This design comes from an exercise in tuning for small area, a short achievable clock period and few clock cycles on the open sky130 flow, not from production work. Only simulation tests tie the RTL to the original design; equivalence was not proved. Power figures rest on the tool's default switching activity, not on a simulated workload.

// uc32_alu
module uc32_alu (
    input  wire        clk,
    input  wire        rst,           
    input  wire        in_valid,
    output wire        in_ready,
    input  wire [10:0] in_fn,
    input  wire [31:0] in_a,
    input  wire [31:0] in_b,
    output reg         out_valid,
    output reg  [31:0] out_result,
    output reg         out_illegal
);
For scale: about 3,400 cells after synthesis, roughly 170 flip-flops, ~110 I/O pins.
==> flow/config.mk <==
export PLATFORM = sky130hd
export DESIGN_NAME = uc32_alu
export DESIGN_NICKNAME = uc32_alu
export VERILOG_FILES = /design/flow/design.v
export SDC_FILE = /design/flow/constraint.sdc
export NUM_CORES = 4
export LEC_CHECK = 0
export ABC_AREA = 1
export CAP_MARGIN = 20
export CORE_MARGIN = 2
export CORE_UTILIZATION = 50
export PLACE_DENSITY = 0.65
export SETUP_SLACK_MARGIN = 4.15
export SLEW_MARGIN = 20
==> flow/constraint.sdc <==
create_clock -name core_clock -period 8.0 [get_ports {clk}]
set_input_delay 1.6000 -clock core_clock [delete_from_list [all_inputs] [get_ports {clk}]]
set_output_delay 1.6000 -clock core_clock [all_outputs]
set_load 0.01 [all_outputs]
standard.sh (not shown) runs the stock make flow with config.mk's settings and CLKGATE_MAP_FILE= SYNTH_SCRIPT=/design/flow/synth_recipe.tcl, a recipe that flattens the netlist after the stock synthesis.
==> flow/flow/run.sh <==
#!/bin/bash
# The standard layout (standard.sh, unchanged synthesis and steps), with one change:
# the buffers that ORFS puts on every input and output port are sky130_fd_sc_hd__buf_1
# instead of the cell buffer_ports picks by default (a delay buffer, clkdlybuf4s50_1).
# The make output goes to run_make.log; each ORFS step keeps its own log under orfs/logs/.
set -euo pipefail
export BUFFER_PORTS_ARGS="-buffer_cell sky130_fd_sc_hd__buf_1"
bash standard.sh > run_make.log 2>&1
The starting point completed with no timing, DRC or antenna violations.
Testbench counts at the start, summed over its fixed seeds: cycles 14,436.
Change:
- SETUP_SLACK_MARGIN: 4.15 -> 4.25
- TNS_END_PERCENT: unset -> 10
What happened: Worst setup slack loses 36 ps. Total power grows by about 1.3%. Die area is unchanged.
Change:
- SETUP_SLACK_MARGIN: 4.25 -> 4.0
- TNS_END_PERCENT: 10 -> unset
Combinational power came out lower by a few percent. Clock skew goes up by 8.3 ps. Register-to-register slack loses 80 ps. Wire length is lower slightly. Non-clock buffer count shrinks by 31.
Change:
- SETUP_SLACK_MARGIN: 4.0 -> 4.35
Effect:
- The changed run finished with timing, DRC and antenna clean
- die area is unchanged
- global-route usage grows by 0.24 points
- clock-buffer cell count climbs by 4
- maximum frequency is higher by a few percent
- synthesized area is unchanged
- sequential power hardly moves
- via count rises slightly


north:
uc32_alu again, from the RTL that the note above started with.
// uc32_alu
module uc32_alu (
    input  wire        clk,
    input  wire        rst,           
    input  wire        in_valid,
    output wire        in_ready,
    input  wire [10:0] in_fn,
    input  wire [31:0] in_a,
    input  wire [31:0] in_b,
    output reg         out_valid,
    output reg  [31:0] out_result,
    output reg         out_illegal
);
    localparam [3:0] O_SUM = 4'd0, O_LT = 4'd1, O_AND = 4'd2, O_OR = 4'd3, O_XOR = 4'd4,
                     O_FUN = 4'd5, O_ZERO = 4'd6, O_HI = 4'd7, O_ONES = 4'd8, O_REM = 4'd9;
    localparam [2:0] D_0 = 3'b000, D_P1 = 3'b001, D_M1 = 3'b101;
    wire in_hi0    = (in_fn[10:5] == 6'd0);
    wire in_simple = in_hi0 && !in_fn[4] && (in_fn[3:0] <= 4'd9);
    wire in_mul    = in_hi0 && (in_fn[4:2] == 3'b100) && (in_fn[1:0] != 2'd3);
    wire in_div    = in_hi0 && (in_fn[4:2] == 3'b101);
    wire in_ill    = !(in_simple || in_mul || in_div);
    wire in_slt    = (in_fn[3:0] == 4'd8);
    wire in_dsg    = !in_fn[0];
  ...
==> flow/config.mk <==
export PLATFORM = sky130hd
export DESIGN_NAME = uc32_alu
export DESIGN_NICKNAME = uc32_alu
export VERILOG_FILES = /design/flow/design.v
export SDC_FILE = /design/flow/constraint.sdc
export NUM_CORES = 4
export LEC_CHECK = 0
export ABC_AREA = 1
export CAP_MARGIN = 20
export CORE_MARGIN = 2
export CORE_UTILIZATION = 50
export PLACE_DENSITY = 0.65
export SETUP_SLACK_MARGIN = 4.5
export SLEW_MARGIN = 20
==> flow/constraint.sdc <==
create_clock -name core_clock -period 8.0 [get_ports {clk}]
set_input_delay 1.6000 -clock core_clock [delete_from_list [all_inputs] [get_ports {clk}]]
set_output_delay 1.6000 -clock core_clock [all_outputs]
set_load 0.01 [all_outputs]
Scripts as last shown in full above: flow/flow/run.sh
north completed; timing, DRC and antenna clean
Testbench counts of north, summed over its fixed seeds: cycles 14,436.
### north -> south
Settings: SETUP_SLACK_MARGIN now 4.25, was 4.5.
south ended with every stage complete and zero timing, DRC or antenna violations.
Of south and north, the run reporting the higher final clock period utilization by the worst path was south.
Summary of south over north: global-route wire length before repair shows a reduction of 3.2%, total inserted antenna cells shows an increase of 1, multi-input combinational cell area shows a reduction of 730 µm², highest achievable clock rate shows a reduction of about 1.7%.
south has area of all placed cells without fillers below what north had.

[static timing again, ports no longer ideal]
Ports are ideal in the flow. The routed layouts listed here were re-timed in OpenROAD. Step 1 assumes that a clkbuf_16 drives the clock port and a buf_2 every other input. Step 2 times the ports against the registers' clock, not the clock port: input delays grow and output delays shrink by t, the midpoint of the rising clock arrivals with the driver on. a / b / c = no drivers / after step 1 / after step 2; a / b = the first two.
run | t (ns) | slack for setup (ns) | hold slack, ns | slew at the worst register clock pin (ns) | pins driven straight from the clock port
the first run of note 1 | 0.600 | 4.183 / 4.183 / 3.881 | 0.367 / 0.367 / 0.367 | 0.11 / 0.11 | 1
the second run of note 1 | 0.585 | 4.147 / 4.147 / 3.781 | 0.361 / 0.361 / 0.361 | 0.08 / 0.08 | 1
the third run of note 1 | 0.599 | 4.028 / 4.064 / 3.465 | 0.366 / 0.366 / 0.366 | 0.10 / 0.10 | 1
the fourth run of note 1 | 0.589 | 4.213 / 4.213 / 3.979 | 0.362 / 0.362 / 0.362 | 0.08 / 0.08 | 1
north | 0.589 | 4.288 / 4.288 / 4.154 | 0.361 / 0.361 / 0.361 | 0.09 / 0.09 | 1
south | 0.585 | 4.225 / 4.225 / 3.875 | 0.361 / 0.361 / 0.361 | 0.08 / 0.08 | 1
After both steps setup and hold are still met in every run listed. For the third run of note 1, which loses most, drivers alone change the setup slack by +0.036 ns; drivers and shift together by -0.563 ns.
